Background: an optimization exercise with open tools, aiming at small area, a short achievable clock period and few clock cycles per item. Do not read the settings as production practice.
In this exercise RTL edits were held to simulation tests only and were not proved equivalent to the original.

==> flow/design.v <==
module sha256_core (
    input  wire         clk,
    input  wire         rst,
    input  wire         start,
    input  wire         init,
    input  wire [511:0] block,      
    output wire         ready,
    output reg          done,
    output wire [255:0] digest      
);
    localparam [255:0] IV = {
        32'h6a09e667, 32'hbb67ae85, 32'h3c6ef372, 32'ha54ff53a,
        32'h510e527f, 32'h9b05688c, 32'h1f83d9ab, 32'h5be0cd19
    };
    function automatic [31:0] rotr(input [31:0] x, input integer n);
        rotr = (x >> n) | (x << (32 - n));
    endfunction
    function automatic [31:0] maj3(input [31:0] x, input [31:0] y, input [31:0] z);
        maj3 = (x & y) | (x & z) | (y & z);
    endfunction
    reg         run;       
    reg         pend;      
    reg         init_r;    
    reg  [5:0]  t;         
    reg  [31:0] H [0:7];
    reg  [31:0] a, b, c, d, e, f, g, p;
    reg  [31:0] w [0:15];
    wire last = (t == 6'd63);
    assign ready  = !pend && (!run || t == 6'd62);
    assign digest = {H[0], H[1], H[2], H[3], H[4], H[5], H[6], H[7]};
    reg  [31:0] k_n;
    always @* begin
        case (t)
            6'd63: k_n = 32'h428a2f98;  6'd0:  k_n = 32'h71374491;
            6'd1:  k_n = 32'hb5c0fbcf;  6'd2:  k_n = 32'he9b5dba5;
            6'd3:  k_n = 32'h3956c25b;  6'd4:  k_n = 32'h59f111f1;
            6'd5:  k_n = 32'h923f82a4;  6'd6:  k_n = 32'hab1c5ed5;
            6'd7:  k_n = 32'hd807aa98;  6'd8:  k_n = 32'h12835b01;
            6'd9:  k_n = 32'h243185be;  6'd10: k_n = 32'h550c7dc3;
            6'd11: k_n = 32'h72be5d74;  6'd12: k_n = 32'h80deb1fe;
            6'd13: k_n = 32'h9bdc06a7;  6'd14: k_n = 32'hc19bf174;
            6'd15: k_n = 32'he49b69c1;  6'd16: k_n = 32'hefbe4786;
            6'd17: k_n = 32'h0fc19dc6;  6'd18: k_n = 32'h240ca1cc;
            6'd19: k_n = 32'h2de92c6f;  6'd20: k_n = 32'h4a7484aa;
            6'd21: k_n = 32'h5cb0a9dc;  6'd22: k_n = 32'h76f988da;
            6'd23: k_n = 32'h983e5152;  6'd24: k_n = 32'ha831c66d;
            6'd25: k_n = 32'hb00327c8;  6'd26: k_n = 32'hbf597fc7;
            6'd27: k_n = 32'hc6e00bf3;  6'd28: k_n = 32'hd5a79147;
            6'd29: k_n = 32'h06ca6351;  6'd30: k_n = 32'h14292967;
            6'd31: k_n = 32'h27b70a85;  6'd32: k_n = 32'h2e1b2138;
            6'd33: k_n = 32'h4d2c6dfc;  6'd34: k_n = 32'h53380d13;
            6'd35: k_n = 32'h650a7354;  6'd36: k_n = 32'h766a0abb;
            6'd37: k_n = 32'h81c2c92e;  6'd38: k_n = 32'h92722c85;
            6'd39: k_n = 32'ha2bfe8a1;  6'd40: k_n = 32'ha81a664b;
            6'd41: k_n = 32'hc24b8b70;  6'd42: k_n = 32'hc76c51a3;
            6'd43: k_n = 32'hd192e819;  6'd44: k_n = 32'hd6990624;
            6'd45: k_n = 32'hf40e3585;  6'd46: k_n = 32'h106aa070;
            6'd47: k_n = 32'h19a4c116;  6'd48: k_n = 32'h1e376c08;
            6'd49: k_n = 32'h2748774c;  6'd50: k_n = 32'h34b0bcb5;
            6'd51: k_n = 32'h391c0cb3;  6'd52: k_n = 32'h4ed8aa4a;
            6'd53: k_n = 32'h5b9cca4f;  6'd54: k_n = 32'h682e6ff3;
            6'd55: k_n = 32'h748f82ee;  6'd56: k_n = 32'h78a5636f;
            6'd57: k_n = 32'h84c87814;  6'd58: k_n = 32'h8cc70208;
            6'd59: k_n = 32'h90befffa;  6'd60: k_n = 32'ha4506ceb;
            6'd61: k_n = 32'hbef9a3f7;  default: k_n = 32'hc67178f2;
        endcase
    end
    wire [31:0] s1  = rotr(e, 6) ^ rotr(e, 11) ^ rotr(e, 25);
    wire [31:0] ch  = (e & f) | (~e & g);
    wire [31:0] s0  = rotr(a, 2) ^ rotr(a, 13) ^ rotr(a, 22);
    wire [31:0] mj  = maj3(a, b, c);
    wire [31:0] xa_s = p ^ ch ^ mj;
    wire [31:0] xa_c = maj3(p, ch, mj) << 1;
    wire [31:0] ya_s = xa_s ^ xa_c ^ s1;
    wire [31:0] ya_c = maj3(xa_s, xa_c, s1) << 1;
    wire [31:0] za_s = ya_s ^ ya_c ^ s0;
    wire [31:0] za_c = maj3(ya_s, ya_c, s0) << 1;
    wire [31:0] a_rnd = za_s + za_c;
    wire [31:0] xe_s = p ^ ch ^ d;
    wire [31:0] xe_c = maj3(p, ch, d) << 1;
    wire [31:0] ye_s = xe_s ^ xe_c ^ s1;
    wire [31:0] ye_c = maj3(xe_s, xe_c, s1) << 1;
    wire [31:0] e_rnd = ye_s + ye_c;
    wire [31:0] ws0 = rotr(w[1], 7) ^ rotr(w[1], 18) ^ (w[1] >> 3);
    wire [31:0] ws1 = rotr(w[14], 17) ^ rotr(w[14], 19) ^ (w[14] >> 10);
    wire [31:0] wn  = ws1 + w[9] + ws0 + w[0];
    wire [31:0] h_n = last ? (init_r ? IV[31:0] : H[7]) : g;
    wire [31:0] p_n = h_n + k_n + w[0] + ((t == 6'd62) ? H[0] : 32'd0);
    wire [31:0] d_fold = c + H[4] - H[0];
    wire [31:0] ha_op = (t == 6'd61) ? H[3] : (t == 6'd62) ? H[2] : H[1];
    wire [31:0] he_op = (t == 6'd61) ? H[7] : (t == 6'd62) ? H[6] : H[5];
    wire [31:0] ha = ha_op + a;
    wire [31:0] he = he_op + e;
    wire [31:0] iv0 = IV[255:224], iv1 = IV[223:192], iv2 = IV[191:160], iv3 = IV[159:128];
    wire [31:0] iv4 = IV[127:96],  iv5 = IV[95:64],   iv6 = IV[63:32];
    integer i;
    always @(posedge clk) begin
        for (i = 0; i < 15; i = i + 1) w[i] <= ready ? block[511 - 32*i -: 32] : w[i + 1];
        w[15] <= ready ? block[31:0] : wn;
        p <= p_n;
        if (run && !last) begin
            a <= a_rnd;
            b <= a;
            c <= b;
            d <= (t == 6'd62) ? d_fold : c;
            e <= e_rnd;
            f <= e;
            g <= f;
        end else begin
            a <= init_r ? iv0 : run ? a_rnd : H[0];
            b <= init_r ? iv1 : run ? ha    : H[1];
            c <= init_r ? iv2 : H[2];
            d <= init_r ? iv3 : H[3];
            e <= init_r ? iv4 : run ? e_rnd : H[4];
            f <= init_r ? iv5 : run ? he    : H[5];
            g <= init_r ? iv6 : H[6];
        end
        if (rst) begin
            run  <= 1'b0;
            pend <= 1'b0;
            done <= 1'b0;
            t    <= 6'd63;
            for (i = 0; i < 8; i = i + 1) H[i] <= IV[255 - 32*i -: 32];
        end else begin
            done <= run && last;
            if (ready && start) begin
                pend   <= 1'b1;
                init_r <= init;
            end
            if (last) begin
                if (pend) begin
                    run  <= 1'b1;
                    pend <= 1'b0;
                    t    <= 6'd0;
                end else begin
                    run  <= 1'b0;
                end
            end else if (run) begin
                t <= t + 6'd1;
            end
            if (run) begin
                if (t == 6'd0 && init_r) begin
                    for (i = 0; i < 8; i = i + 1) H[i] <= IV[255 - 32*i -: 32];
                end
                if (t == 6'd61) begin
                    H[3] <= ha;
                    H[7] <= he;
                end
                if (t == 6'd62) begin
                    H[2] <= ha;
                    H[6] <= he;
                end
                if (last) begin
                    H[0] <= a_rnd;
                    H[1] <= ha;
                    H[4] <= e_rnd;
                    H[5] <= he;
                end
            end
        end
    end
endmodule
==> flow/run.sh <==
#!/bin/bash
# synth_recipe.tcl (not shown) runs the flow's synth.tcl, then flattens the netlist and writes it again
# the make line also repeats each setting of config.mk as NAME=value (left out here)
make -C /OpenROAD-flow-scripts/flow DESIGN_CONFIG=/design/flow/config.mk WORK_HOME=/design/flow/orfs CLKGATE_MAP_FILE= SYNTH_SCRIPT=/design/flow/synth_recipe.tcl finish
==> flow/config.mk <==
export PLATFORM = sky130hd
export DESIGN_NAME = sha256_core
export DESIGN_NICKNAME = sha256_core
export VERILOG_FILES = /design/flow/design.v
export SDC_FILE = /design/flow/constraint.sdc
export NUM_CORES = 4
export LEC_CHECK = 0
export CAP_MARGIN = 20
export CORE_MARGIN = 2
export CORE_UTILIZATION = 40
export SLEW_MARGIN = 20
==> flow/constraint.sdc <==
create_clock -name core_clock -period 12.0 [get_ports {clk}]
set_input_delay 2.4000 -clock core_clock [delete_from_list [all_inputs] [get_ports {clk}]]
set_output_delay 2.4000 -clock core_clock [all_outputs]
set_load 0.01 [all_outputs]
==> results.txt <==
==> critical path, stage by stage (launching register included) <==
cell,delay (ns)
dfxtp_1,0.37
inv_1,0.11
ha_1,0.69
and2_4,0.70
buf_4,0.68
mux2i_1,0.17
o21ai_0,0.18
ha_1,0.20
inv_1,0.06
fa_1,0.41
nand2b_1,0.18
a21oi_1,0.20
o21bai_1,0.24
a211oi_1,0.57
o21ai_0,0.27
a21oi_1,0.38
a311oi_1,0.18
xnor2_1,0.44
a22oi_1,0.14
nor2_1,0.12
==> metal layers <==
metal | vias up | wire, microns | GRT usage
met3 | 707 | 25800 | 0.0740
met2 | 3134 | 138000 | 0.604
li1 | 25700 | - | -
met1 | 27700 | 114000 | 0.452
met5 | - | 220 | 0
met4 | 32 | 21000 | 0.222
==> path summary, 6_finish.rpt <==
path	start	to	slack (ns)
min	w[3][11]$_DFF_P_	w[2][11]$_DFF_P_	0.40
max reg2reg	t[0]$_SDFFE_PP1P_	H[6][30]$_SDFFE_PP0P_	5.59
max	t[0]$_SDFFE_PP1P_	H[6][30]$_SDFFE_PP0P_	5.59
min reg2reg	w[3][11]$_DFF_P_	w[2][11]$_DFF_P_	0.40
==> cells by family (layout without fill, tap and decap cells) <==
| family | after synthesis | in the layout | share of synthesized area |
|---|---|---|---|
| compound gates | 1484 | 1484 | 0.157 |
| xor+xnor | 447 | 447 | 0.0643 |
| fa+ha+maj | 585 | 585 | 0.157 |
| buf+inv | 1009 | 1634 | 0.0637 |
| flops | 1066 | 1066 | 0.351 |
| mux | 124 | 124 | 0.0210 |
| other cells | 0 | 17 | 0 |
| simple gates | 2753 | 2753 | 0.186 |
==> metrics by stage <==
stage                util  area (sq um)  hold slack (ns)
floorplan               -         60900            0.399
global placement    0.462         70100            0.402
detailed placement  0.463         70100            0.405
CTS                 0.489         74100            0.406
global route        0.489         74200            0.432
finish              0.490         74200            0.401
==> placed cells by master, fill, tap and decap left out, types with 32 or more instances in the layout <==
cell type        instances
a21o_1                 109
a21oi_1                343
and3_1                  56
or3_1                   32
nand2_1               1986
dfxtp_1               1064
a31oi_1                 44
o21a_1                  43
o22a_1                  42
nor2_1                 355
a22oi_1                 85
clkbuf_16              119
nand3_1                 66
o21ai_0                381
inv_1                  553
ha_1                   244
xnor2_1                343
fa_1                   311
o22ai_1                 98
xor2_1                 104
clkdlybuf4s50_1        772
nand3b_1                35
o211ai_1                37
buf_4                   76
a211oi_1                40
mux2i_1                 94
nor3_1                  60
==> cell type report <==
type | instances | area share
clock inverter | 55 | 0.00826
clock buffer | 167 | 0.0461
timing repair buffer | 851 | 0.113
inverter | 561 | 0.0285
sequential | 1066 | 0.288
antenna | 17 | 0.000573
multi-input combinational | 5393 | 0.482
tap | 2030 | 0.0342
==> results.cfg <==
[status]
status = finished clean

[place]
place_congestion = 1.05
pre_cts_ws_ns = 5.72
io_buffers = 773
dp_cells = 9899
dpl.hpwl_mm = 235

[synth]
async_flop_share = 0
synth_area_per_cell_sq_um = 8.15
synth_nets = 8539
ys_ff_latch = 1066
syn_inst = 7468
synth_seq_area_share = 0.351
ys_dominant_reg_cell = dfxtp_1
yosysWarnings = 3
netlist_area_sq_um = 60900
yosysTopAreaCell = dfxtp_1
synth_common_cells = nand2_1, dfxtp_1, inv_1, o21ai_0, clkbuf_1
synth.top_cell.area_share = 0.350
synth_edf_count = 1
synth_cell_type_count = 98
synth.area.top_cells = dfxtp_1, nand2_1, fa_1, ha_1, xnor2_1
yosysMostFrequentCell = nand2_1

[critical_path]
crit_required_ns = 12.68
rr_worst_depth = 19
crit_fanout = 34
crit_type = reg2reg
arrival_ns = 7.09
end_kind = flip-flop
start_kind = flip-flop

[timing]
layout_min_cycle_time_ns = 6.41
max_slew_margin = 0.172
hold_viol = 0
fin_tns_setup_ns = 0
fin_crit_sh = 0.534
finalSetupViolCount = 0
setup_slack_ns = 5.59
finClkSkew_ns = 0.0617
maxSlewViolCount = 0
tightest_slew_ns = 1.23
rsz0062_at_grt = false
fmax_mhz = 156

[cts]
cts_sinks = 1066
postCtsSetupBuffers = 0
clk_pin_slew_worst_paths_ns = 0.06
cts_tree = done
cts_root_buf = clkbuf_16
h-tree-depth = 3
cts_buffers = 119
clock_latency_ns = 0.79
cts_buffer_depth = 3
cts_hold_buf = 0
cts_resized = 0

[route]
num_vias = 57200
first_pass_iters = 6
vias_per_cell = 5.64
drt_iter0_markers = 6676
drc = 0
drtAntennaViolNets = 0
drt-total-wl_mm = 299
wl_per_cell_microns = 29.5

[cells_and_area]
instances_no_fill = 10100
fin_nets = 9063
area_growth_pct = 21.9
top_register = w
layout-drive-gt1-share = 0.0466
multiInputGateArea_sq_um = 35800
nFillCells = 14900
final-seq-area_sq_um = 21400
largest_reg_flops = 512
top_regs = w: 512 flops, H: 256 flops

[grt]
grt_max_degree = 215
antenna_found_initial = 37
grt_first_pass_wirelength_mm = 413
grt_pass1_vias = 54700
globalRouteOverflowTotal = 0
grtUsageTotal = 0.371

[worst_hold_path]
min_path_cells = 2
hp-class = reg2reg

[floorplan]
die_x_microns = 394
die_h_microns = 394
start_util = 0.402
die_area_sq_um = 155000
io-pin-count = 774
fp-row-count = 143
core-area_sq_um = 152000

[flow_run]
drv_cap = 0
Testbench counts, summed over its fixed seeds: cycles 131,136, blocks 2,048.

==> afterwards: timing with drivers on the ports <==
The flow's constraints put no driver on any port. The routed layout listed below was extracted and timed again, unchanged, in two steps. Step 1, drivers: a clkbuf_16 drives clk and a buf_2 each remaining input, both assumed. Step 2 adds t to the input delays and takes it off the output delays; t is the mean of the earliest and latest rising clock arrival at the registers after step 1. Input paths then give back, and output paths get back, about the clock's delay inside the block. Three values: no drivers, after step 1, after step 2; two values: the first two.
shift t [ns]: 0.853
setup WS [ns]: 5.590 / 5.590 / 5.577
worst hold slack (ns): 0.401 / 0.401 / 0.401
After both steps this run still meets setup and hold. The setup slack of this run moves by 0.000 ns with the drivers and by -0.013 ns with both steps.
